This is an optimization exercise on Yosys and OpenROAD, whose aim is small area, a short achievable clock period and few clock cycles, not a production implementation. Only simulation tests tie the RTL to the original design; equivalence was not proved. Power figures rest on the tool's default switching activity, not on a simulated workload.

`flow/constraint.sdc`:
```
create_clock -name core_clock -period 12.0 [get_ports {clk}]
set_input_delay 2.4000 -clock core_clock [delete_from_list [all_inputs] [get_ports {clk}]]
set_output_delay 2.4000 -clock core_clock [all_outputs]
set_load 0.01 [all_outputs]
```
`flow/design.v`:
```
module mcv_mul (
    input  wire [17:0] x,
    input  wire [15:0] g,      
    input  wire [7:0]  bo,     
    input  wire [7:0]  bt,     
    input  wire [7:0]  bn,     
    output wire [34:0] ra,
    output wire [34:0] rb
);
    wire w0 = ((x[0] & bo[0]) | (1'b0 & bt[0])) ^ bn[0];
    wire w1 = ((x[1] & bo[0]) | (x[0] & bt[0])) ^ bn[0];
    wire w2 = ((x[2] & bo[0]) | (x[1] & bt[0])) ^ bn[0];
    wire w3 = ((x[3] & bo[0]) | (x[2] & bt[0])) ^ bn[0];
    wire w4 = ((x[4] & bo[0]) | (x[3] & bt[0])) ^ bn[0];
    wire w5 = ((x[5] & bo[0]) | (x[4] & bt[0])) ^ bn[0];
    wire w6 = ((x[6] & bo[0]) | (x[5] & bt[0])) ^ bn[0];
    wire w7 = ((x[7] & bo[0]) | (x[6] & bt[0])) ^ bn[0];
    wire w8 = ((x[8] & bo[0]) | (x[7] & bt[0])) ^ bn[0];
    wire w9 = ((x[9] & bo[0]) | (x[8] & bt[0])) ^ bn[0];
    wire w10 = ((x[10] & bo[0]) | (x[9] & bt[0])) ^ bn[0];
    wire w11 = ((x[11] & bo[0]) | (x[10] & bt[0])) ^ bn[0];
    wire w12 = ((x[12] & bo[0]) | (x[11] & bt[0])) ^ bn[0];
    wire w13 = ((x[13] & bo[0]) | (x[12] & bt[0])) ^ bn[0];
    wire w14 = ((x[14] & bo[0]) | (x[13] & bt[0])) ^ bn[0];
    wire w15 = ((x[15] & bo[0]) | (x[14] & bt[0])) ^ bn[0];
    wire w16 = ((x[16] & bo[0]) | (x[15] & bt[0])) ^ bn[0];
    wire w17 = ((x[17] & bo[0]) | (x[16] & bt[0])) ^ bn[0];
    wire w18 = ((x[17] & bo[0]) | (x[17] & bt[0])) ^ bn[0];
    wire w19 = ~w18;
    wire w20 = ((x[0] & bo[1]) | (1'b0 & bt[1])) ^ bn[1];
    wire w21 = ((x[1] & bo[1]) | (x[0] & bt[1])) ^ bn[1];
    wire w22 = ((x[2] & bo[1]) | (x[1] & bt[1])) ^ bn[1];
    wire w23 = ((x[3] & bo[1]) | (x[2] & bt[1])) ^ bn[1];
    wire w24 = ((x[4] & bo[1]) | (x[3] & bt[1])) ^ bn[1];
    wire w25 = ((x[5] & bo[1]) | (x[4] & bt[1])) ^ bn[1];
    wire w26 = ((x[6] & bo[1]) | (x[5] & bt[1])) ^ bn[1];
    wire w27 = ((x[7] & bo[1]) | (x[6] & bt[1])) ^ bn[1];
    wire w28 = ((x[8] & bo[1]) | (x[7] & bt[1])) ^ bn[1];
    wire w29 = ((x[9] & bo[1]) | (x[8] & bt[1])) ^ bn[1];
    wire w30 = ((x[10] & bo[1]) | (x[9] & bt[1])) ^ bn[1];
    wire w31 = ((x[11] & bo[1]) | (x[10] & bt[1])) ^ bn[1];
    wire w32 = ((x[12] & bo[1]) | (x[11] & bt[1])) ^ bn[1];
    wire w33 = ((x[13] & bo[1]) | (x[12] & bt[1])) ^ bn[1];
    wire w34 = ((x[14] & bo[1]) | (x[13] & bt[1])) ^ bn[1];
    wire w35 = ((x[15] & bo[1]) | (x[14] & bt[1])) ^ bn[1];
    wire w36 = ((x[16] & bo[1]) | (x[15] & bt[1])) ^ bn[1];
    wire w37 = ((x[17] & bo[1]) | (x[16] & bt[1])) ^ bn[1];
    wire w38 = ((x[17] & bo[1]) | (x[17] & bt[1])) ^ bn[1];
    wire w39 = ~w38;
    wire w40 = ((x[0] & bo[2]) | (1'b0 & bt[2])) ^ bn[2];
    wire w41 = ((x[1] & bo[2]) | (x[0] & bt[2])) ^ bn[2];
    wire w42 = ((x[2] & bo[2]) | (x[1] & bt[2])) ^ bn[2];
    wire w43 = ((x[3] & bo[2]) | (x[2] & bt[2])) ^ bn[2];
    wire w44 = ((x[4] & bo[2]) | (x[3] & bt[2])) ^ bn[2];
    wire w45 = ((x[5] & bo[2]) | (x[4] & bt[2])) ^ bn[2];
    wire w46 = ((x[6] & bo[2]) | (x[5] & bt[2])) ^ bn[2];
    wire w47 = ((x[7] & bo[2]) | (x[6] & bt[2])) ^ bn[2];
    wire w48 = ((x[8] & bo[2]) | (x[7] & bt[2])) ^ bn[2];
    wire w49 = ((x[9] & bo[2]) | (x[8] & bt[2])) ^ bn[2];
    wire w50 = ((x[10] & bo[2]) | (x[9] & bt[2])) ^ bn[2];
    wire w51 = ((x[11] & bo[2]) | (x[10] & bt[2])) ^ bn[2];
    wire w52 = ((x[12] & bo[2]) | (x[11] & bt[2])) ^ bn[2];
    wire w53 = ((x[13] & bo[2]) | (x[12] & bt[2])) ^ bn[2];
    wire w54 = ((x[14] & bo[2]) | (x[13] & bt[2])) ^ bn[2];
    wire w55 = ((x[15] & bo[2]) | (x[14] & bt[2])) ^ bn[2];
    wire w56 = ((x[16] & bo[2]) | (x[15] & bt[2])) ^ bn[2];
    wire w57 = ((x[17] & bo[2]) | (x[16] & bt[2])) ^ bn[2];
    wire w58 = ((x[17] & bo[2]) | (x[17] & bt[2])) ^ bn[2];
    wire w59 = ~w58;
    wire w60 = ((x[0] & bo[3]) | (1'b0 & bt[3])) ^ bn[3];
    wire w61 = ((x[1] & bo[3]) | (x[0] & bt[3])) ^ bn[3];
    wire w62 = ((x[2] & bo[3]) | (x[1] & bt[3])) ^ bn[3];
    wire w63 = ((x[3] & bo[3]) | (x[2] & bt[3])) ^ bn[3];
    wire w64 = ((x[4] & bo[3]) | (x[3] & bt[3])) ^ bn[3];
    wire w65 = ((x[5] & bo[3]) | (x[4] & bt[3])) ^ bn[3];
    wire w66 = ((x[6] & bo[3]) | (x[5] & bt[3])) ^ bn[3];
    wire w67 = ((x[7] & bo[3]) | (x[6] & bt[3])) ^ bn[3];
    wire w68 = ((x[8] & bo[3]) | (x[7] & bt[3])) ^ bn[3];
    wire w69 = ((x[9] & bo[3]) | (x[8] & bt[3])) ^ bn[3];
    wire w70 = ((x[10] & bo[3]) | (x[9] & bt[3])) ^ bn[3];
    wire w71 = ((x[11] & bo[3]) | (x[10] & bt[3])) ^ bn[3];
    wire w72 = ((x[12] & bo[3]) | (x[11] & bt[3])) ^ bn[3];
    wire w73 = ((x[13] & bo[3]) | (x[12] & bt[3])) ^ bn[3];
    wire w74 = ((x[14] & bo[3]) | (x[13] & bt[3])) ^ bn[3];
    wire w75 = ((x[15] & bo[3]) | (x[14] & bt[3])) ^ bn[3];
    wire w76 = ((x[16] & bo[3]) | (x[15] & bt[3])) ^ bn[3];
    wire w77 = ((x[17] & bo[3]) | (x[16] & bt[3])) ^ bn[3];
    wire w78 = ((x[17] & bo[3]) | (x[17] & bt[3])) ^ bn[3];
    wire w79 = ~w78;
    wire w80 = ((x[0] & bo[4]) | (1'b0 & bt[4])) ^ bn[4];
    wire w81 = ((x[1] & bo[4]) | (x[0] & bt[4])) ^ bn[4];
    wire w82 = ((x[2] & bo[4]) | (x[1] & bt[4])) ^ bn[4];
    wire w83 = ((x[3] & bo[4]) | (x[2] & bt[4])) ^ bn[4];
    wire w84 = ((x[4] & bo[4]) | (x[3] & bt[4])) ^ bn[4];
    wire w85 = ((x[5] & bo[4]) | (x[4] & bt[4])) ^ bn[4];
    wire w86 = ((x[6] & bo[4]) | (x[5] & bt[4])) ^ bn[4];
    wire w87 = ((x[7] & bo[4]) | (x[6] & bt[4])) ^ bn[4];
    wire w88 = ((x[8] & bo[4]) | (x[7] & bt[4])) ^ bn[4];
    wire w89 = ((x[9] & bo[4]) | (x[8] & bt[4])) ^ bn[4];
    wire w90 = ((x[10] & bo[4]) | (x[9] & bt[4])) ^ bn[4];
    wire w91 = ((x[11] & bo[4]) | (x[10] & bt[4])) ^ bn[4];
    wire w92 = ((x[12] & bo[4]) | (x[11] & bt[4])) ^ bn[4];
    wire w93 = ((x[13] & bo[4]) | (x[12] & bt[4])) ^ bn[4];
    wire w94 = ((x[14] & bo[4]) | (x[13] & bt[4])) ^ bn[4];
    wire w95 = ((x[15] & bo[4]) | (x[14] & bt[4])) ^ bn[4];
    wire w96 = ((x[16] & bo[4]) | (x[15] & bt[4])) ^ bn[4];
    wire w97 = ((x[17] & bo[4]) | (x[16] & bt[4])) ^ bn[4];
    wire w98 = ((x[17] & bo[4]) | (x[17] & bt[4])) ^ bn[4];
    wire w99 = ~w98;
    wire w100 = ((x[0] & bo[5]) | (1'b0 & bt[5])) ^ bn[5];
    wire w101 = ((x[1] & bo[5]) | (x[0] & bt[5])) ^ bn[5];
    wire w102 = ((x[2] & bo[5]) | (x[1] & bt[5])) ^ bn[5];
    wire w103 = ((x[3] & bo[5]) | (x[2] & bt[5])) ^ bn[5];
    wire w104 = ((x[4] & bo[5]) | (x[3] & bt[5])) ^ bn[5];
    wire w105 = ((x[5] & bo[5]) | (x[4] & bt[5])) ^ bn[5];
    wire w106 = ((x[6] & bo[5]) | (x[5] & bt[5])) ^ bn[5];
    wire w107 = ((x[7] & bo[5]) | (x[6] & bt[5])) ^ bn[5];
    wire w108 = ((x[8] & bo[5]) | (x[7] & bt[5])) ^ bn[5];
    wire w109 = ((x[9] & bo[5]) | (x[8] & bt[5])) ^ bn[5];
    wire w110 = ((x[10] & bo[5]) | (x[9] & bt[5])) ^ bn[5];
    wire w111 = ((x[11] & bo[5]) | (x[10] & bt[5])) ^ bn[5];
    wire w112 = ((x[12] & bo[5]) | (x[11] & bt[5])) ^ bn[5];
    wire w113 = ((x[13] & bo[5]) | (x[12] & bt[5])) ^ bn[5];
    wire w114 = ((x[14] & bo[5]) | (x[13] & bt[5])) ^ bn[5];
    wire w115 = ((x[15] & bo[5]) | (x[14] & bt[5])) ^ bn[5];
    wire w116 = ((x[16] & bo[5]) | (x[15] & bt[5])) ^ bn[5];
    wire w117 = ((x[17] & bo[5]) | (x[16] & bt[5])) ^ bn[5];
    wire w118 = ((x[17] & bo[5]) | (x[17] & bt[5])) ^ bn[5];
    wire w119 = ~w118;
    wire w120 = ((x[0] & bo[6]) | (1'b0 & bt[6])) ^ bn[6];
    wire w121 = ((x[1] & bo[6]) | (x[0] & bt[6])) ^ bn[6];
    wire w122 = ((x[2] & bo[6]) | (x[1] & bt[6])) ^ bn[6];
    wire w123 = ((x[3] & bo[6]) | (x[2] & bt[6])) ^ bn[6];
    wire w124 = ((x[4] & bo[6]) | (x[3] & bt[6])) ^ bn[6];
    wire w125 = ((x[5] & bo[6]) | (x[4] & bt[6])) ^ bn[6];
    wire w126 = ((x[6] & bo[6]) | (x[5] & bt[6])) ^ bn[6];
    wire w127 = ((x[7] & bo[6]) | (x[6] & bt[6])) ^ bn[6];
    wire w128 = ((x[8] & bo[6]) | (x[7] & bt[6])) ^ bn[6];
    wire w129 = ((x[9] & bo[6]) | (x[8] & bt[6])) ^ bn[6];
    wire w130 = ((x[10] & bo[6]) | (x[9] & bt[6])) ^ bn[6];
    wire w131 = ((x[11] & bo[6]) | (x[10] & bt[6])) ^ bn[6];
    wire w132 = ((x[12] & bo[6]) | (x[11] & bt[6])) ^ bn[6];
    wire w133 = ((x[13] & bo[6]) | (x[12] & bt[6])) ^ bn[6];
    wire w134 = ((x[14] & bo[6]) | (x[13] & bt[6])) ^ bn[6];
    wire w135 = ((x[15] & bo[6]) | (x[14] & bt[6])) ^ bn[6];
    wire w136 = ((x[16] & bo[6]) | (x[15] & bt[6])) ^ bn[6];
    wire w137 = ((x[17] & bo[6]) | (x[16] & bt[6])) ^ bn[6];
    wire w138 = ((x[17] & bo[6]) | (x[17] & bt[6])) ^ bn[6];
    wire w139 = ~w138;
    wire w140 = ((x[0] & bo[7]) | (1'b0 & bt[7])) ^ bn[7];
    wire w141 = ((x[1] & bo[7]) | (x[0] & bt[7])) ^ bn[7];
    wire w142 = ((x[2] & bo[7]) | (x[1] & bt[7])) ^ bn[7];
    wire w143 = ((x[3] & bo[7]) | (x[2] & bt[7])) ^ bn[7];
    wire w144 = ((x[4] & bo[7]) | (x[3] & bt[7])) ^ bn[7];
    wire w145 = ((x[5] & bo[7]) | (x[4] & bt[7])) ^ bn[7];
    wire w146 = ((x[6] & bo[7]) | (x[5] & bt[7])) ^ bn[7];
    wire w147 = ((x[7] & bo[7]) | (x[6] & bt[7])) ^ bn[7];
    wire w148 = ((x[8] & bo[7]) | (x[7] & bt[7])) ^ bn[7];
    wire w149 = ((x[9] & bo[7]) | (x[8] & bt[7])) ^ bn[7];
    wire w150 = ((x[10] & bo[7]) | (x[9] & bt[7])) ^ bn[7];
    wire w151 = ((x[11] & bo[7]) | (x[10] & bt[7])) ^ bn[7];
    wire w152 = ((x[12] & bo[7]) | (x[11] & bt[7])) ^ bn[7];
    wire w153 = ((x[13] & bo[7]) | (x[12] & bt[7])) ^ bn[7];
    wire w154 = ((x[14] & bo[7]) | (x[13] & bt[7])) ^ bn[7];
    wire w155 = ((x[15] & bo[7]) | (x[14] & bt[7])) ^ bn[7];
    wire w156 = ((x[16] & bo[7]) | (x[15] & bt[7])) ^ bn[7];
    wire w157 = ((x[17] & bo[7]) | (x[16] & bt[7])) ^ bn[7];
    wire w158 = ((x[17] & bo[7]) | (x[17] & bt[7])) ^ bn[7];
    wire w159 = ~w158;
    wire w160 = g[15] & x[0];
    wire w161 = g[15] & x[1];
    wire w162 = g[15] & x[2];
    wire w163 = g[15] & x[3];
    wire w164 = g[15] & x[4];
    wire w165 = g[15] & x[5];
    wire w166 = g[15] & x[6];
    wire w167 = g[15] & x[7];
    wire w168 = g[15] & x[8];
    wire w169 = g[15] & x[9];
    wire w170 = g[15] & x[10];
    wire w171 = g[15] & x[11];
    wire w172 = g[15] & x[12];
    wire w173 = g[15] & x[13];
    wire w174 = g[15] & x[14];
    wire w175 = g[15] & x[15];
    wire w176 = g[15] & x[16];
    wire w177 = ~(g[15] & x[17]);
    wire w178 = w10 ^ w28;
    wire w179 = w10 & w28;
    wire w180 = w11 ^ w29;
    wire w181 = w11 & w29;
    wire w182 = w12 ^ w30 ^ w48;
    wire w183 = (w12 & w30) | (w12 & w48) | (w30 & w48);
    wire w184 = w66 ^ w84;
    wire w185 = w66 & w84;
    wire w186 = w13 ^ w31 ^ w49;
    wire w187 = (w13 & w31) | (w13 & w49) | (w31 & w49);
    wire w188 = w67 ^ w85;
    wire w189 = w67 & w85;
    wire w190 = w14 ^ w32 ^ w50;
    wire w191 = (w14 & w32) | (w14 & w50) | (w32 & w50);
    wire w192 = w68 ^ w86 ^ w104;
    wire w193 = (w68 & w86) | (w68 & w104) | (w86 & w104);
    wire w194 = w122 ^ w140;
    wire w195 = w122 & w140;
    wire w196 = w15 ^ w33 ^ w51;
    wire w197 = (w15 & w33) | (w15 & w51) | (w33 & w51);
    wire w198 = w69 ^ w87 ^ w105;
    wire w199 = (w69 & w87) | (w69 & w105) | (w87 & w105);
    wire w200 = w123 ^ w141;
    wire w201 = w123 & w141;
    wire w202 = w16 ^ w34 ^ w52;
    wire w203 = (w16 & w34) | (w16 & w52) | (w34 & w52);
    wire w204 = w70 ^ w88 ^ w106;
    wire w205 = (w70 & w88) | (w70 & w106) | (w88 & w106);
    wire w206 = w124 ^ w142 ^ w160;
    wire w207 = (w124 & w142) | (w124 & w160) | (w142 & w160);
    wire w208 = w17 ^ w35 ^ w53;
    wire w209 = (w17 & w35) | (w17 & w53) | (w35 & w53);
    wire w210 = w71 ^ w89 ^ w107;
    wire w211 = (w71 & w89) | (w71 & w107) | (w89 & w107);
    wire w212 = w125 ^ w143 ^ w161;
    wire w213 = (w125 & w143) | (w125 & w161) | (w143 & w161);
    wire w214 = w19 ^ w36 ^ w54;
    wire w215 = (w19 & w36) | (w19 & w54) | (w36 & w54);
    wire w216 = w72 ^ w90 ^ w108;
    wire w217 = (w72 & w90) | (w72 & w108) | (w90 & w108);
    wire w218 = w126 ^ w144 ^ w162;
    wire w219 = (w126 & w144) | (w126 & w162) | (w144 & w162);
    wire w220 = w37 ^ w55 ^ w73;
    wire w221 = (w37 & w55) | (w37 & w73) | (w55 & w73);
    wire w222 = w91 ^ w109 ^ w127;
    wire w223 = (w91 & w109) | (w91 & w127) | (w109 & w127);
    wire w224 = w145 ^ w163;
    wire w225 = w145 & w163;
    wire w226 = w39 ^ w56 ^ w74;
    wire w227 = (w39 & w56) | (w39 & w74) | (w56 & w74);
    wire w228 = w92 ^ w110 ^ w128;
    wire w229 = (w92 & w110) | (w92 & w128) | (w110 & w128);
    wire w230 = w146 ^ w164 ^ 1'b1;
    wire w231 = (w146 & w164) | (w146 & 1'b1) | (w164 & 1'b1);
    wire w232 = w57 ^ w75 ^ w93;
    wire w233 = (w57 & w75) | (w57 & w93) | (w75 & w93);
    wire w234 = w111 ^ w129 ^ w147;
    wire w235 = (w111 & w129) | (w111 & w147) | (w129 & w147);
    wire w236 = w165 ^ 1'b1;
    wire w237 = w165 & 1'b1;
    wire w238 = w59 ^ w76 ^ w94;
    wire w239 = (w59 & w76) | (w59 & w94) | (w76 & w94);
    wire w240 = w112 ^ w130 ^ w148;
    wire w241 = (w112 & w130) | (w112 & w148) | (w130 & w148);
    wire w242 = w77 ^ w95 ^ w113;
    wire w243 = (w77 & w95) | (w77 & w113) | (w95 & w113);
    wire w244 = w131 ^ w149;
    wire w245 = w131 & w149;
    wire w246 = w79 ^ w96 ^ w114;
    wire w247 = (w79 & w96) | (w79 & w114) | (w96 & w114);
    wire w248 = w97 ^ w115;
    wire w249 = w97 & w115;
    wire w250 = w6 ^ w24;
    wire w251 = w6 & w24;
    wire w252 = w7 ^ w25;
    wire w253 = w7 & w25;
    wire w254 = w8 ^ w26 ^ w44;
    wire w255 = (w8 & w26) | (w8 & w44) | (w26 & w44);
    wire w256 = w62 ^ w80;
    wire w257 = w62 & w80;
    wire w258 = w9 ^ w27 ^ w45;
    wire w259 = (w9 & w27) | (w9 & w45) | (w27 & w45);
    wire w260 = w63 ^ w81;
    wire w261 = w63 & w81;
    wire w262 = w178 ^ w46 ^ w64;
    wire w263 = (w178 & w46) | (w178 & w64) | (w46 & w64);
    wire w264 = w82 ^ w100 ^ bn[5];
    wire w265 = (w82 & w100) | (w82 & bn[5]) | (w100 & bn[5]);
    wire w266 = w179 ^ w180 ^ w47;
    wire w267 = (w179 & w180) | (w179 & w47) | (w180 & w47);
    wire w268 = w65 ^ w83 ^ w101;
    wire w269 = (w65 & w83) | (w65 & w101) | (w83 & w101);
    wire w270 = w181 ^ w182 ^ w184;
    wire w271 = (w181 & w182) | (w181 & w184) | (w182 & w184);
    wire w272 = w102 ^ w120 ^ bn[6];
    wire w273 = (w102 & w120) | (w102 & bn[6]) | (w120 & bn[6]);
    wire w274 = w183 ^ w185 ^ w186;
    wire w275 = (w183 & w185) | (w183 & w186) | (w185 & w186);
    wire w276 = w188 ^ w103 ^ w121;
    wire w277 = (w188 & w103) | (w188 & w121) | (w103 & w121);
    wire w278 = w187 ^ w189 ^ w190;
    wire w279 = (w187 & w189) | (w187 & w190) | (w189 & w190);
    wire w280 = w192 ^ w194 ^ bn[7];
    wire w281 = (w192 & w194) | (w192 & bn[7]) | (w194 & bn[7]);
    wire w282 = w191 ^ w193 ^ w195;
    wire w283 = (w191 & w193) | (w191 & w195) | (w193 & w195);
    wire w284 = w196 ^ w198 ^ w200;
    wire w285 = (w196 & w198) | (w196 & w200) | (w198 & w200);
    wire w286 = w197 ^ w199 ^ w201;
    wire w287 = (w197 & w199) | (w197 & w201) | (w199 & w201);
    wire w288 = w202 ^ w204 ^ w206;
    wire w289 = (w202 & w204) | (w202 & w206) | (w204 & w206);
    wire w290 = w203 ^ w205 ^ w207;
    wire w291 = (w203 & w205) | (w203 & w207) | (w205 & w207);
    wire w292 = w208 ^ w210 ^ w212;
    wire w293 = (w208 & w210) | (w208 & w212) | (w210 & w212);
    wire w294 = w209 ^ w211 ^ w213;
    wire w295 = (w209 & w211) | (w209 & w213) | (w211 & w213);
    wire w296 = w214 ^ w216 ^ w218;
    wire w297 = (w214 & w216) | (w214 & w218) | (w216 & w218);
    wire w298 = w215 ^ w217 ^ w219;
    wire w299 = (w215 & w217) | (w215 & w219) | (w217 & w219);
    wire w300 = w220 ^ w222 ^ w224;
    wire w301 = (w220 & w222) | (w220 & w224) | (w222 & w224);
    wire w302 = w221 ^ w223 ^ w225;
    wire w303 = (w221 & w223) | (w221 & w225) | (w223 & w225);
    wire w304 = w226 ^ w228 ^ w230;
    wire w305 = (w226 & w228) | (w226 & w230) | (w228 & w230);
    wire w306 = w227 ^ w229 ^ w231;
    wire w307 = (w227 & w229) | (w227 & w231) | (w229 & w231);
    wire w308 = w232 ^ w234 ^ w236;
    wire w309 = (w232 & w234) | (w232 & w236) | (w234 & w236);
    wire w310 = w233 ^ w235 ^ w237;
    wire w311 = (w233 & w235) | (w233 & w237) | (w235 & w237);
    wire w312 = w238 ^ w240 ^ w166;
    wire w313 = (w238 & w240) | (w238 & w166) | (w240 & w166);
    wire w314 = w239 ^ w241 ^ w242;
    wire w315 = (w239 & w241) | (w239 & w242) | (w241 & w242);
    wire w316 = w244 ^ w167 ^ 1'b1;
    wire w317 = (w244 & w167) | (w244 & 1'b1) | (w167 & 1'b1);
    wire w318 = w243 ^ w245 ^ w246;
    wire w319 = (w243 & w245) | (w243 & w246) | (w245 & w246);
    wire w320 = w132 ^ w150 ^ w168;
    wire w321 = (w132 & w150) | (w132 & w168) | (w150 & w168);
    wire w322 = w247 ^ w248 ^ w133;
    wire w323 = (w247 & w248) | (w247 & w133) | (w248 & w133);
    wire w324 = w151 ^ w169 ^ 1'b1;
    wire w325 = (w151 & w169) | (w151 & 1'b1) | (w169 & 1'b1);
    wire w326 = w249 ^ w99 ^ w116;
    wire w327 = (w249 & w99) | (w249 & w116) | (w99 & w116);
    wire w328 = w134 ^ w152 ^ w170;
    wire w329 = (w134 & w152) | (w134 & w170) | (w152 & w170);
    wire w330 = w117 ^ w135 ^ w153;
    wire w331 = (w117 & w135) | (w117 & w153) | (w135 & w153);
    wire w332 = w171 ^ 1'b1;
    wire w333 = w171 & 1'b1;
    wire w334 = w119 ^ w136 ^ w154;
    wire w335 = (w119 & w136) | (w119 & w154) | (w136 & w154);
    wire w336 = w137 ^ w155;
    wire w337 = w137 & w155;
    wire w338 = w4 ^ w22;
    wire w339 = w4 & w22;
    wire w340 = w5 ^ w23;
    wire w341 = w5 & w23;
    wire w342 = w250 ^ w42 ^ w60;
    wire w343 = (w250 & w42) | (w250 & w60) | (w42 & w60);
    wire w344 = w251 ^ w252 ^ w43;
    wire w345 = (w251 & w252) | (w251 & w43) | (w252 & w43);
    wire w346 = w253 ^ w254 ^ w256;
    wire w347 = (w253 & w254) | (w253 & w256) | (w254 & w256);
    wire w348 = w255 ^ w257 ^ w258;
    wire w349 = (w255 & w257) | (w255 & w258) | (w257 & w258);
    wire w350 = w259 ^ w261 ^ w262;
    wire w351 = (w259 & w261) | (w259 & w262) | (w261 & w262);
    wire w352 = w263 ^ w265 ^ w266;
    wire w353 = (w263 & w265) | (w263 & w266) | (w265 & w266);
    wire w354 = w267 ^ w269 ^ w270;
    wire w355 = (w267 & w269) | (w267 & w270) | (w269 & w270);
    wire w356 = w271 ^ w273 ^ w274;
    wire w357 = (w271 & w273) | (w271 & w274) | (w273 & w274);
    wire w358 = w275 ^ w277 ^ w278;
    wire w359 = (w275 & w277) | (w275 & w278) | (w277 & w278);
    wire w360 = w279 ^ w281 ^ w282;
    wire w361 = (w279 & w281) | (w279 & w282) | (w281 & w282);
    wire w362 = w283 ^ w285 ^ w286;
    wire w363 = (w283 & w285) | (w283 & w286) | (w285 & w286);
    wire w364 = w287 ^ w289 ^ w290;
    wire w365 = (w287 & w289) | (w287 & w290) | (w289 & w290);
    wire w366 = w291 ^ w293 ^ w294;
    wire w367 = (w291 & w293) | (w291 & w294) | (w293 & w294);
    wire w368 = w295 ^ w297 ^ w298;
    wire w369 = (w295 & w297) | (w295 & w298) | (w297 & w298);
    wire w370 = w299 ^ w301 ^ w302;
    wire w371 = (w299 & w301) | (w299 & w302) | (w301 & w302);
    wire w372 = w303 ^ w305 ^ w306;
    wire w373 = (w303 & w305) | (w303 & w306) | (w305 & w306);
    wire w374 = w307 ^ w309 ^ w310;
    wire w375 = (w307 & w309) | (w307 & w310) | (w309 & w310);
    wire w376 = w311 ^ w313 ^ w314;
    wire w377 = (w311 & w313) | (w311 & w314) | (w313 & w314);
    wire w378 = w315 ^ w317 ^ w318;
    wire w379 = (w315 & w317) | (w315 & w318) | (w317 & w318);
    wire w380 = w319 ^ w321 ^ w322;
    wire w381 = (w319 & w321) | (w319 & w322) | (w321 & w322);
    wire w382 = w323 ^ w325 ^ w326;
    wire w383 = (w323 & w325) | (w323 & w326) | (w325 & w326);
    wire w384 = w327 ^ w329 ^ w330;
    wire w385 = (w327 & w329) | (w327 & w330) | (w329 & w330);
    wire w386 = w331 ^ w333 ^ w334;
    wire w387 = (w331 & w333) | (w331 & w334) | (w333 & w334);
    wire w388 = w335 ^ w336 ^ w173;
    wire w389 = (w335 & w336) | (w335 & w173) | (w336 & w173);
    wire w390 = w337 ^ w139 ^ w156;
    wire w391 = (w337 & w139) | (w337 & w156) | (w139 & w156);
    wire w392 = w157 ^ w175;
    wire w393 = w157 & w175;
    wire w394 = w2 ^ w20;
    wire w395 = w2 & w20;
    wire w396 = w3 ^ w21;
    wire w397 = w3 & w21;
    wire w398 = w338 ^ w40 ^ bn[2];
    wire w399 = (w338 & w40) | (w338 & bn[2]) | (w40 & bn[2]);
    wire w400 = w339 ^ w340 ^ w41;
    wire w401 = (w339 & w340) | (w339 & w41) | (w340 & w41);
    wire w402 = w341 ^ w342 ^ bn[3];
    wire w403 = (w341 & w342) | (w341 & bn[3]) | (w342 & bn[3]);
    wire w404 = w343 ^ w344 ^ w61;
    wire w405 = (w343 & w344) | (w343 & w61) | (w344 & w61);
    wire w406 = w345 ^ w346 ^ bn[4];
    wire w407 = (w345 & w346) | (w345 & bn[4]) | (w346 & bn[4]);
    wire w408 = w347 ^ w348 ^ w260;
    wire w409 = (w347 & w348) | (w347 & w260) | (w348 & w260);
    wire w410 = w349 ^ w350 ^ w264;
    wire w411 = (w349 & w350) | (w349 & w264) | (w350 & w264);
    wire w412 = w351 ^ w352 ^ w268;
    wire w413 = (w351 & w352) | (w351 & w268) | (w352 & w268);
    wire w414 = w353 ^ w354 ^ w272;
    wire w415 = (w353 & w354) | (w353 & w272) | (w354 & w272);
    wire w416 = w355 ^ w356 ^ w276;
    wire w417 = (w355 & w356) | (w355 & w276) | (w356 & w276);
    wire w418 = w357 ^ w358 ^ w280;
    wire w419 = (w357 & w358) | (w357 & w280) | (w358 & w280);
    wire w420 = w359 ^ w360 ^ w284;
    wire w421 = (w359 & w360) | (w359 & w284) | (w360 & w284);
    wire w422 = w361 ^ w362 ^ w288;
    wire w423 = (w361 & w362) | (w361 & w288) | (w362 & w288);
    wire w424 = w363 ^ w364 ^ w292;
    wire w425 = (w363 & w364) | (w363 & w292) | (w364 & w292);
    wire w426 = w365 ^ w366 ^ w296;
    wire w427 = (w365 & w366) | (w365 & w296) | (w366 & w296);
    wire w428 = w367 ^ w368 ^ w300;
    wire w429 = (w367 & w368) | (w367 & w300) | (w368 & w300);
    wire w430 = w369 ^ w370 ^ w304;
    wire w431 = (w369 & w370) | (w369 & w304) | (w370 & w304);
    wire w432 = w371 ^ w372 ^ w308;
    wire w433 = (w371 & w372) | (w371 & w308) | (w372 & w308);
    wire w434 = w373 ^ w374 ^ w312;
    wire w435 = (w373 & w374) | (w373 & w312) | (w374 & w312);
    wire w436 = w375 ^ w376 ^ w316;
    wire w437 = (w375 & w376) | (w375 & w316) | (w376 & w316);
    wire w438 = w377 ^ w378 ^ w320;
    wire w439 = (w377 & w378) | (w377 & w320) | (w378 & w320);
    wire w440 = w379 ^ w380 ^ w324;
    wire w441 = (w379 & w380) | (w379 & w324) | (w380 & w324);
    wire w442 = w381 ^ w382 ^ w328;
    wire w443 = (w381 & w382) | (w381 & w328) | (w382 & w328);
    wire w444 = w383 ^ w384 ^ w332;
    wire w445 = (w383 & w384) | (w383 & w332) | (w384 & w332);
    wire w446 = w385 ^ w386 ^ w172;
    wire w447 = (w385 & w386) | (w385 & w172) | (w386 & w172);
    wire w448 = w387 ^ w388 ^ 1'b1;
    wire w449 = (w387 & w388) | (w387 & 1'b1) | (w388 & 1'b1);
    wire w450 = w389 ^ w390 ^ w174;
    wire w451 = (w389 & w390) | (w389 & w174) | (w390 & w174);
    wire w452 = w391 ^ w392 ^ 1'b1;
    wire w453 = (w391 & w392) | (w391 & 1'b1) | (w392 & 1'b1);
    wire w454 = w393 ^ w159 ^ w176;
    wire w455 = (w393 & w159) | (w393 & w176) | (w159 & w176);
    assign ra = {1'b1, w455, w453, w451, w449, w447, w445, w443, w441, w439, w437, w435, w433, w431, w429, w427, w425, w423, w421, w419, w417, w415, w413, w411, w409, w407, w405, w403, w401, w399, w397, w395, w394, w1, w0};
    assign rb = {1'b0, w177, w454, w452, w450, w448, w446, w444, w442, w440, w438, w436, w434, w432, w430, w428, w426, w424, w422, w420, w418, w416, w414, w412, w410, w408, w406, w404, w402, w400, w398, w396, bn[1], 1'b0, bn[0]};
endmodule
module mcv_add12 (
    input  wire [11:0] a,
    input  wire [11:0] b,
    output wire [12:0] s
);
    wire [11:0] p = a ^ b;
    wire g0_1 = (a[1] & b[1]) | (p[1] & (a[0] & b[0]));
    wire q0_1 = p[1] & p[0];
    wire g0_3 = (a[3] & b[3]) | (p[3] & (a[2] & b[2]));
    wire q0_3 = p[3] & p[2];
    wire g0_5 = (a[5] & b[5]) | (p[5] & (a[4] & b[4]));
    wire q0_5 = p[5] & p[4];
    wire g0_7 = (a[7] & b[7]) | (p[7] & (a[6] & b[6]));
    wire q0_7 = p[7] & p[6];
    wire g0_9 = (a[9] & b[9]) | (p[9] & (a[8] & b[8]));
    wire q0_9 = p[9] & p[8];
    wire g0_11 = (a[11] & b[11]) | (p[11] & (a[10] & b[10]));
    wire q0_11 = p[11] & p[10];
    wire g1_2 = (a[2] & b[2]) | (p[2] & g0_1);
    wire q1_2 = p[2] & q0_1;
    wire g1_3 = g0_3 | (q0_3 & g0_1);
    wire q1_3 = q0_3 & q0_1;
    wire g1_6 = (a[6] & b[6]) | (p[6] & g0_5);
    wire q1_6 = p[6] & q0_5;
    wire g1_7 = g0_7 | (q0_7 & g0_5);
    wire q1_7 = q0_7 & q0_5;
    wire g1_10 = (a[10] & b[10]) | (p[10] & g0_9);
    wire q1_10 = p[10] & q0_9;
    wire g1_11 = g0_11 | (q0_11 & g0_9);
    wire q1_11 = q0_11 & q0_9;
    wire g2_4 = (a[4] & b[4]) | (p[4] & g1_3);
    wire q2_4 = p[4] & q1_3;
    wire g2_5 = g0_5 | (q0_5 & g1_3);
    wire q2_5 = q0_5 & q1_3;
    wire g2_6 = g1_6 | (q1_6 & g1_3);
    wire q2_6 = q1_6 & q1_3;
    wire g2_7 = g1_7 | (q1_7 & g1_3);
    wire q2_7 = q1_7 & q1_3;
    wire g3_8 = (a[8] & b[8]) | (p[8] & g2_7);
    wire q3_8 = p[8] & q2_7;
    wire g3_9 = g0_9 | (q0_9 & g2_7);
    wire q3_9 = q0_9 & q2_7;
    wire g3_10 = g1_10 | (q1_10 & g2_7);
    wire q3_10 = q1_10 & q2_7;
    wire g3_11 = g1_11 | (q1_11 & g2_7);
    wire q3_11 = q1_11 & q2_7;
    assign s = {g3_11, p[11] ^ g3_10, p[10] ^ g3_9, p[9] ^ g3_8, p[8] ^ g2_7, p[7] ^ g2_6, p[6] ^ g2_5, p[5] ^ g2_4, p[4] ^ g1_3, p[3] ^ g1_2, p[2] ^ g0_1, p[1] ^ (a[0] & b[0]), p[0]};
endmodule
module mcv_cal (
    input  wire        clk,
    input  wire        rst,
    input  wire        s_valid,
    output wire        s_ready,
    input  wire [1:0]  s_op,       
    input  wire [2:0]  s_conv,
    input  wire [27:0] s_data,
    output reg         o_valid,
    output reg         o_kind,     
    output reg  [2:0]  o_conv,
    output reg  [11:0] o_raw,
    output reg         o_clamp,
    output reg         o_ok,
    output reg  [15:0] o_gain,
    output reg  [11:0] o_offset
);
    localparam OP_MEAS    = 2'd0;
    localparam OP_CAL     = 2'd1;
    localparam OP_RESTART = 2'd2;
    localparam OP_LOAD    = 2'd3;
    integer i;
    reg        busy;             
    reg        rdy;              
    assign s_ready = rdy;
    reg [11:0] cal_off  [0:7];
    reg [15:0] cal_gain [0:7];
    reg [5:0]  cal_cnt  [0:7];
    reg [16:0] sum_lo   [0:7];
    reg [16:0] sum_hi   [0:7];
    reg [7:0]  ld;
    reg [7:0]  em;
    reg [7:0]  hv;
    reg [7:0]  lt;
    reg [7:0]  ld_nx, em_nx, hv_nx, lt_nx;      
    reg        a_v;
    reg [1:0]  a_op;
    reg [2:0]  a_conv;
    reg [27:0] a_data;
    reg [7:0]  a_sm;             
    reg        a_md;             
    reg [7:0]  a_gc;             
    reg [7:0]  a_gh;             
    wire [7:0] s_dec  = 8'd1 << s_conv;
    wire       s_take = s_valid & rdy;
    wire       s_meas = s_op == OP_MEAS;
    wire       s_cal  = s_op == OP_CAL;
    wire       s_last = s_take & s_cal & |(s_dec & lt_nx);
    always @(posedge clk) begin
        a_v    <= s_take & ~rst;
        a_op   <= s_op;
        a_conv <= s_conv;
        a_data <= s_data;
        a_sm   <= s_meas  ? (s_dec & ld_nx) : 8'd0;
        a_md   <= s_meas & ~|(s_dec & ld_nx);
        a_gc   <= s_cal   ? (s_dec & ~em_nx) : 8'd0;
        a_gh   <= s_cal   ? (s_dec & hv_nx) : 8'd0;
    end
    wire        go     = a_v;
    wire [7:0]  a_dec  = 8'd1 << a_conv;
    wire [7:0]  a_sc   = (a_op == OP_CAL) ? a_dec : 8'd0;    
    wire [7:0]  a_sx   = a_op[1] ? a_dec : 8'd0;             
    wire [11:0] a_u    = a_data[11:0];
    reg  [11:0] r_off;
    reg  [15:0] r_gain;
    reg  [5:0]  r_cnt;
    reg  [16:0] r_lo, r_hi;
    always @(*) begin
        r_off = 12'd0; r_gain = {a_md, 15'd0};
        r_cnt = 6'd0; r_lo = 17'd0; r_hi = 17'd0;
        for (i = 0; i < 8; i = i + 1) begin
            r_off   = r_off   | ({12{a_sm[i]}} & cal_off[i]);
            r_gain  = r_gain  | ({16{a_sm[i]}} & cal_gain[i]);
            r_cnt   = r_cnt   | ({6{a_gc[i]}}  & cal_cnt[i]);
            r_lo    = r_lo    | ({17{a_gc[i]}} & sum_lo[i]);
            r_hi    = r_hi    | ({17{a_gh[i]}} & sum_hi[i]);
        end
    end
    wire        c_odd  = r_cnt[0];                          
    wire [5:0]  c_cnt1 = r_cnt + 6'd1;
    wire [12:0] c_lo12, c_hi12;
    mcv_add12 u_alo (.a(r_lo[11:0]), .b(a_u), .s(c_lo12));
    mcv_add12 u_ahi (.a(r_hi[11:0]), .b(a_u), .s(c_hi12));
    wire [4:0]  c_lo5  = r_lo[16:12] + 5'd1;
    wire [4:0]  c_hi5  = r_hi[16:12] + 5'd1;
    wire [16:0] c_lo   = {c_lo12[12] ? c_lo5 : r_lo[16:12], c_lo12[11:0]};
    wire [16:0] c_hi   = {c_hi12[12] ? c_hi5 : r_hi[16:12], c_hi12[11:0]};
    wire do_cal  = go & (a_op == OP_CAL);      
    wire do_lo   = do_cal & ~c_odd;
    wire do_hi   = do_cal & c_odd;             
    wire do_last = do_cal & |(a_sc & lt);      
    wire do_rst  = go & (a_op == OP_RESTART);  
    wire do_load = go & (a_op == OP_LOAD);     
    reg [17:0] dv_d;
    reg [16:0] dv_r;
    reg [3:0]  dv_ro;
    reg [4:0]  dv_n;
    reg        dv_okm;           
    reg [2:0]  dv_conv;
    wire [7:0] dv_sel = 8'd1 << dv_conv;
    reg [5:0]  dv_km;            
    reg [3:0]  dv_mh;            
    wire        dv_k1   = (dv_n == 5'd0);
    wire [17:0] k_d     = dv_d - {1'b0, dv_r};
    wire [17:0] k_l     = k_d + 18'h6666;
    wire [21:0] k_m     = {2'b00, dv_r, 3'b000} - {4'd0, dv_d} + 22'd28679;
    wire [17:0] g_t   = {dv_r, o_gain[15]};
    wire [18:0] g_s   = {1'b0, g_t} - {1'b0, dv_d};
    wire        g_q   = ~g_s[18];
    wire [15:0] g_nxt = {o_gain[14:0], g_q};
    wire [4:0]  f_t   = {dv_ro, dv_mh[3]};
    wire        f_q   = (f_t >= 5'd14);
    wire [11:0] f_nxt = {o_offset[10:0], f_q ^ (dv_n == 5'd5)};
    wire        dv_k1b  = busy & dv_k1;
    wire        dv_last = (dv_n == 5'd16);
    wire        dv_wr   = busy & dv_last & dv_okm;
    reg        m_v;
    reg [2:0]  m_conv;
    reg [17:0] m_x;
    reg        m_g15;
    reg [7:0]  m_bo, m_bt, m_bn;     
    reg        p_v;
    reg [2:0]  p_conv;
    reg [22:0] p_a;
    reg [22:0] p_b;
    reg        p_c;
    wire [34:0] m_ra, m_rb;
    mcv_mul u_mul (.x(m_x), .g({m_g15, 15'd0}), .bo(m_bo), .bt(m_bt), .bn(m_bn),
                   .ra(m_ra), .rb(m_rb));
    wire [16:0] r_gx = {r_gain, 1'b0};
    reg  [7:0]  r_bo, r_bt, r_bn;
    always @(*) begin
        for (i = 0; i < 8; i = i + 1) begin
            r_bo[i] = r_gx[2*i+1] ^ r_gx[2*i];
            r_bt[i] = (r_gx[2*i+2] & ~r_gx[2*i+1] & ~r_gx[2*i]) |
                      (~r_gx[2*i+2] & r_gx[2*i+1] & r_gx[2*i]);
            r_bn[i] = r_gx[2*i+2] & ~(r_gx[2*i+1] & r_gx[2*i]);
        end
    end
    wire [12:0] m_lo  = {1'b0, m_ra[11:0]} + {1'b0, m_rb[11:0]};
    wire [22:0] q_up  = p_a + p_b + {22'd0, p_c};       
    wire [16:0] q_hi  = q_up[22:6];                     
    wire        m_neg = q_hi[16];
    wire        m_big = ~q_hi[16] & (q_hi[15:13] != 3'd0);
    always @(*) begin
        for (i = 0; i < 8; i = i + 1) begin
            ld_nx[i] = ld[i] | (do_load & a_sx[i]) | (dv_wr & dv_sel[i]);
            em_nx[i] = ((do_lo & a_sc[i]) ? 1'b0 : em[i]) |
                       (do_last & a_sc[i]) | (do_rst & a_sx[i]);
            hv_nx[i] = ((do_hi & a_sc[i]) | hv[i]) &
                       ~((do_last & a_sc[i]) | (do_rst & a_sx[i]));
            lt_nx[i] = ((do_cal & a_sc[i]) ? (~em[i] & (cal_cnt[i] == 6'd62)) : lt[i]) &
                       ~((do_last & a_sc[i]) | (do_rst & a_sx[i]));
            if (rst) begin
                ld_nx[i] = 1'b0;
                em_nx[i] = 1'b1;
                hv_nx[i] = 1'b0;
                lt_nx[i] = 1'b0;
            end
        end
    end
    always @(posedge clk) begin
        m_conv <= a_conv;
        m_x    <= {2'b00, a_u, 4'b0000} - {{6{r_off[11]}}, r_off};
        m_g15  <= r_gain[15];
        m_bo   <= r_bo;
        m_bt   <= r_bt;
        m_bn   <= r_bn;
        p_conv <= m_conv;
        p_a    <= m_ra[34:12];
        p_b    <= m_rb[34:12];
        p_c    <= m_lo[12];
        for (i = 0; i < 8; i = i + 1) begin
            if (do_lo & a_sc[i]) begin
                sum_lo[i]  <= c_lo;
                cal_cnt[i] <= c_cnt1;
            end
            if (do_hi & a_sc[i]) begin
                sum_hi[i]  <= c_hi;
                cal_cnt[i] <= c_cnt1;
            end
            if (busy ? (dv_wr & dv_sel[i]) : (do_load & a_sx[i])) begin
                cal_off[i]  <= busy ? f_nxt : a_data[11:0];
                cal_gain[i] <= busy ? g_nxt : a_data[27:12];
            end
        end
        if (!busy) begin
            dv_d    <= {1'b0, c_hi};
            dv_r    <= r_lo;
            dv_conv <= a_conv;
            dv_n    <= 5'd0;
        end else begin
            dv_n <= dv_n + 5'd1;
            if (dv_k1) begin
                dv_d     <= k_d;
                dv_r     <= 17'h0B333;
                dv_km    <= k_m[21:16];
            end else begin
                if (dv_n == 5'd1)
                    dv_okm <= (dv_km == 6'd0) && ({dv_mh, o_offset} >= 16'd21504) &&
                              ({dv_mh, o_offset} <= 16'd35853) &&
                              (dv_d >= 18'd89077) && (dv_d <= 18'd94589);
                dv_r   <= g_q ? g_s[16:0] : g_t[16:0];
            end
        end
        o_kind  <= ~p_v;
        o_conv  <= p_v ? p_conv : dv_conv;
        o_raw   <= m_neg ? 12'd0 : (m_big ? 12'd4095 : q_hi[12:1]);
        o_clamp <= m_neg | m_big;
        o_ok    <= dv_okm;
        if (dv_k1b) begin
            o_gain   <= k_l[16:1];
            dv_ro    <= 4'd0;
            dv_mh    <= k_m[15:12];
            o_offset <= k_m[11:0];
        end else begin
            o_gain   <= g_nxt;
            dv_ro    <= f_q ? (f_t - 5'd14) : f_t[3:0];
            dv_mh    <= {dv_mh[2:0], o_offset[11]};
            o_offset <= f_nxt;
        end
        ld <= ld_nx;
        em <= em_nx;
        hv <= hv_nx;
        lt <= lt_nx;
        if (rst) begin
            busy    <= 1'b0;
            rdy     <= 1'b1;
            m_v     <= 1'b0;
            p_v     <= 1'b0;
            o_valid <= 1'b0;
        end else begin
            m_v     <= go & (a_op == OP_MEAS);
            p_v     <= m_v;
            o_valid <= p_v | (busy & dv_last);
            if (s_last)
                rdy <= 1'b0;
            else if (busy & (dv_n == 5'd15))
                rdy <= 1'b1;
            if (do_last)
                busy <= 1'b1;
            else if (busy & dv_last)
                busy <= 1'b0;
        end
    end
endmodule
```
`flow/run.sh`:
```
#!/bin/bash
# synth_recipe.tcl (not shown) runs the flow's synth.tcl, then flattens the netlist and writes it again
# the make line also repeats each setting of config.mk as NAME=value (left out here)
make -C /OpenROAD-flow-scripts/flow DESIGN_CONFIG=/design/flow/config.mk WORK_HOME=/design/flow/orfs CLKGATE_MAP_FILE= SYNTH_SCRIPT=/design/flow/synth_recipe.tcl finish
```
`flow/config.mk`:
```
export PLATFORM = sky130hd
export DESIGN_NAME = mcv_cal
export DESIGN_NICKNAME = mcv_cal
export VERILOG_FILES = /design/flow/design.v
export SDC_FILE = /design/flow/constraint.sdc
export NUM_CORES = 4
export LEC_CHECK = 0
export CAP_MARGIN = 20
export CORE_MARGIN = 2
export CORE_UTILIZATION = 40
export SLEW_MARGIN = 20
```
==> summary.txt <==
==> worst register-to-register path, delay by kind of cell, from the launching register on <==
kind | cells | cell delay, ns
compound gates | 7 | 1.46
xor+xnor | 1 | 0.46
fa+ha+maj | 2 | 0.55
buf+inv | 2 | 0.41
flops | 1 | 0.51
simple gates | 3 | 0.43
==> worst max path at each step <==
stage          startpoint  endpoint  slack [ns]  depth (start not counted)
2_1_floorplan     m_bn[1]       p_c        8.01                         14
3_3_place_gp          rst       rdy        6.86                          6
3_5_place_dp          rst       rdy        6.75                          6
4_1_cts               rst       rdy        7.46                          6
5_1_grt               rst       rdy        7.31                          6
6_report              rst       rdy        7.36                          6
==> cell families (layout without fill, tap and decap cells) <==
kind of cell               after synthesis  after routing  share of synthesized area (%)
xor gates and xnor gates               269            269                           5.83
muxes                                   57             57                           1.59
adders and majority gates              281            281                           10.9
DFF                                    838            838                           55.6
and+or+nand+nor                        675            675                           8.32
AOI/OAI and AO/OA                      793            793                           13.9
buffers and inverters                  415            549                           3.86
==> sequential cells by signal, indices dropped and copies added (netlist names), 18 cells and up <==
signal / count
p_a: 22
sum_lo: 136
cal_cnt: 48
p_b: 22
cal_off: 96
a_data: 28
dv_d: 18
m_x: 18
sum_hi: 136
cal_gain: 128
==> stage by stage <==
step	utilization, %	cell area (sq um)	hold WS [ns]	setup slack (ns)	std cells
detailed placement	42.8	42800	0.312	6.75	4591
global route	45.8	45900	0.334	7.31	4760
global placement	42.7	42800	0.311	6.86	4590
floorplan	-	40400	0.310	8.01	3328
finish	45.8	45900	0.330	7.36	4760
CTS	45.8	45900	0.326	7.46	4760
==> placed cells by master, fill, tap and decap left out, types with 12 or more instances in the layout <==
| cell | instances |
|---|---|
| mux2_2 | 38 |
| or3_1 | 16 |
| ha_1 | 161 |
| and4_1 | 18 |
| nand4_1 | 65 |
| o31ai_1 | 13 |
| dfxtp_1 | 266 |
| nand2_1 | 187 |
| and3_1 | 29 |
| xor2_1 | 99 |
| inv_1 | 226 |
| nor3_1 | 36 |
| nand3_1 | 43 |
| edfxtp_1 | 571 |
| xnor2_1 | 170 |
| a211oi_1 | 12 |
| nor2b_1 | 24 |
| mux2i_1 | 17 |
| a21oi_1 | 100 |
| nor2_1 | 152 |
| a22oi_1 | 407 |
| a21o_1 | 18 |
| a31oi_1 | 12 |
| nor2_2 | 13 |
| clkinv_1 | 13 |
| clkbuf_16 | 93 |
| clkdlybuf4s50_1 | 83 |
| o21ai_0 | 93 |
| buf_4 | 67 |
| clkbuf_1 | 21 |
| and2_1 | 21 |
| fa_1 | 120 |
| o21a_1 | 29 |
| nand2b_1 | 16 |
| clkinv_2 | 16 |
==> layer usage <==
layer	GRT usage, %	wire [microns]
met3	3.20	7380
met4	6.98	3270
met1	30.2	49400
met2	31.5	47400
met5	0	0
==> synthesized netlist by cell type, drive strengths merged (5+ instances only) <==
cell / count / share of area (%)
clkbuf: 161 / 1.5
nor2: 168 / 1.6
o31a: 5 / 0.11
xnor2: 170 / 3.7
a41o: 6 / 0.15
mux2i: 17 / 0.42
a22oi: 407 / 7.6
and2: 21 / 0.32
nand3b: 6 / 0.11
o311ai: 5 / 0.11
or3: 17 / 0.28
nand3: 43 / 0.53
xor2: 99 / 2.1
a21o: 19 / 0.36
o211ai: 8 / 0.16
and4: 18 / 0.39
nor2b: 24 / 0.37
inv: 228 / 2.1
nand2b: 16 / 0.25
fa: 120 / 5.9
nor3: 37 / 0.47
mux2: 38 / 1.1
o21ai: 97 / 1.2
dfxtp: 267 / 13
ha: 161 / 5.0
nor4: 13 / 0.23
o31ai: 14 / 0.26
a21oi: 101 / 1.3
a31oi: 12 / 0.19
or2: 6 / 0.093
a2111oi: 6 / 0.18
edfxtp: 571 / 42
o21a: 30 / 0.56
a211oi: 14 / 0.28
o21bai: 9 / 0.17
a21boi: 6 / 0.11
buf: 25 / 0.24
and3: 29 / 0.45
nand4: 65 / 1.0
nor3b: 7 / 0.13
nand2: 188 / 1.7
==> power groups by stage <==
| stage | Sequential, mW | Combinational (mW) | Clock, mW |
|---|---|---|---|
| 2_1_floorplan | 3.32 | 0.418 | 0 |
| 3_3_place_gp | 3.40 | 0.631 | 0 |
| 3_5_place_dp | 3.40 | 0.638 | 0 |
| 4_1_cts | 3.34 | 0.643 | 2.88 |
| 5_1_grt | 3.35 | 0.722 | 2.99 |
| 6_report | 3.34 | 0.634 | 2.83 |
==> layout make-up <==
type                       count  area (sq um)
tap                         1298          1620
timing repair buffer         151          1350
sequential                   838         22500
fill                        9046         54300
multi-input combinational   2075         16500
clock inverter                46           523
clock buffer                 123          2530
inverter                     229           860
==> impl_metrics.csv <==
group,metric,value,unit
clocking,cts_resized,0,
clocking,clk_pin_slew,0.06,ns
status,outcome,"timing/DRC/antenna clean",
worst_setup_path,reg2reg_slack,7.91,ns
worst_setup_path,cp.arrival,5.19,ns
clocking,cts_root_buffer,"clkbuf_16",
finish,area_growth,13.5,%
floorplanning,initial_core_util,40.4,%
pwr,clkPwrFrac,41.6,%
min_path,hold_start,"m_conv[2]",
drt,ant_nets,0,
worst_setup_path,r2r-end,"sum_lo[7][16]",
floorplanning,rows,116,
synthesis,syn-num-nets,3645,
worst_setup_path,worstPathMaxFanout,25,
pwr,internal_power,5.15,mW
pwr,switchingPower,1.65,mW
synthesis,syn_area_per_cell,12.2,sq um
worst_setup_path,crit_path_start_kind,"primary input",
drt,drtPass1Iterations,5,
floorplanning,die_area,104000,sq um
sta,tns,0,ns
worst_setup_path,end_kind,"flop",
global_route,grt_use_total,20.7,%
worst_setup_path,r2r_start,"a_gc[7]",
placement,place_congestion,0.919,
sta,period_share,38.6,%
floorplanning,die_w,322,microns
drt,avgRoutedWirePerCell,22.6,microns
finish,drive_gt1_share,8.55,%
floorplanning,fp.dieH,322,microns
min_path,hold_depth,0,
pwr,p_leak,16.4,nW
sta,grt_setup_unrepaired,"false",
run,drv_cap,0,
clocking,cts_buffers,90,
synthesis,ys_async_sr_fraction,0,%
worst_setup_path,worstPathRequired,12.56,ns
sta,skew,0.0327,ns
min_path,hp-class,"reg2reg",
clocking,cts_tree,"yes",
pwr,p_total,6.80,mW
sta,worst_pin_slew,1.15,ns
placement,portBuffers,83,
floorplanning,coreArea,100000,sq um
global_route,grt_overflow,0,
drt,viasPerCell,5.64,
drt,vias,26823,
worst_setup_path,cp.buffers_inverters,1,
synthesis,seq_area_frac_synth,55.6,%
finish,n_antenna_cell,0,
clocking,h-tree-depth,3,
worst_setup_path,critPathSlowestCell,"nor3_1",
pwr,netSwitchingFraction,24.3,%
drt,drcViolationCount,0,
synthesis,postSynthCellCount,3328,
clocking,cts_buffer_depth,3,
drt,drt-initial-drc-count,2525,
clocking,insertion_delay,0.68,ns
floorplanning,ioPinCount,84,
pwr,powerDensity,148,nW/um^2
synthesis,yosysUniqueCellTypes,92,
synthesis,synth-edff-count,571,
clocking,post-cts-setup-buffers,0,
synthesis,yosysWarnings,6,
sta,slew_violations,0,
synthesis,syn-cell-area,40400,sq um
placement,post-dp-hpwl,72300,microns
sta,fmax,216,MHz
drt,drt_wl_total,107000,microns
pwr,p_seq_share,49.1,%
sta,min_period,4.64,ns
synthesis,synth_ff_type,"edfxtp_1",
clocking,numClockSinks,838,
global_route,grt_max_degree,65,
sta,hold_violations,0,
worst_setup_path,cp_top_family,"simple AND/OR/NAND/NOR gates",
worst_setup_path,criticalPathCategory,"in2reg",
global_route,grt_pass1_wl,163000,microns
finish,nets,3702,
pwr,power_frac_comb,9.3,%
pwr,vdd_ir_drop_max,0.108,mV
worst_setup_path,r2r_cells,15,
global_route,antenna_found_initial,2,
worst_setup_path,slowest_delay,1.00,ns
worst_setup_path,crit_chain,"clkdlybuf4s50_1 -> nor3_1 -> a41o_1 -> mux4_2 -> nor2_1 -> o31a_1",
sta,worst_slew_margin_rel,23.2,%
min_path,whs_endpoint,"p_conv[2]",
global_route,grt_pass1_vias,26178,
synthesis,ys_ff_latch,838,
sta,setup_viol,0,
clocking,cts.hold.buffers_added,0,
Testbench counts, summed over its fixed seeds: cycles 19,150.

-- re-timing with driven ports --
No port has a modelled driver above. Below, the same layout with a new extraction and two added sets of constraints. Step 1 assumes that a clkbuf_16 drives the clock port and a buf_2 every other input. Step 2 also shifts input and output timing later by t, the mid clock arrival at the registers, as if the neighbouring blocks saw the same clock. a / b / c = ideal / step 1 / step 2; a / b = the first two.
t (ns): 0.727
setup slack, ns: 7.365 / 7.411 / 6.684
worst hold slack (ns): 0.330 / 0.330 / 0.330
After both steps setup and hold are still met in this run. The setup slack of this run moves by +0.046 ns with the drivers and by -0.681 ns with both steps.
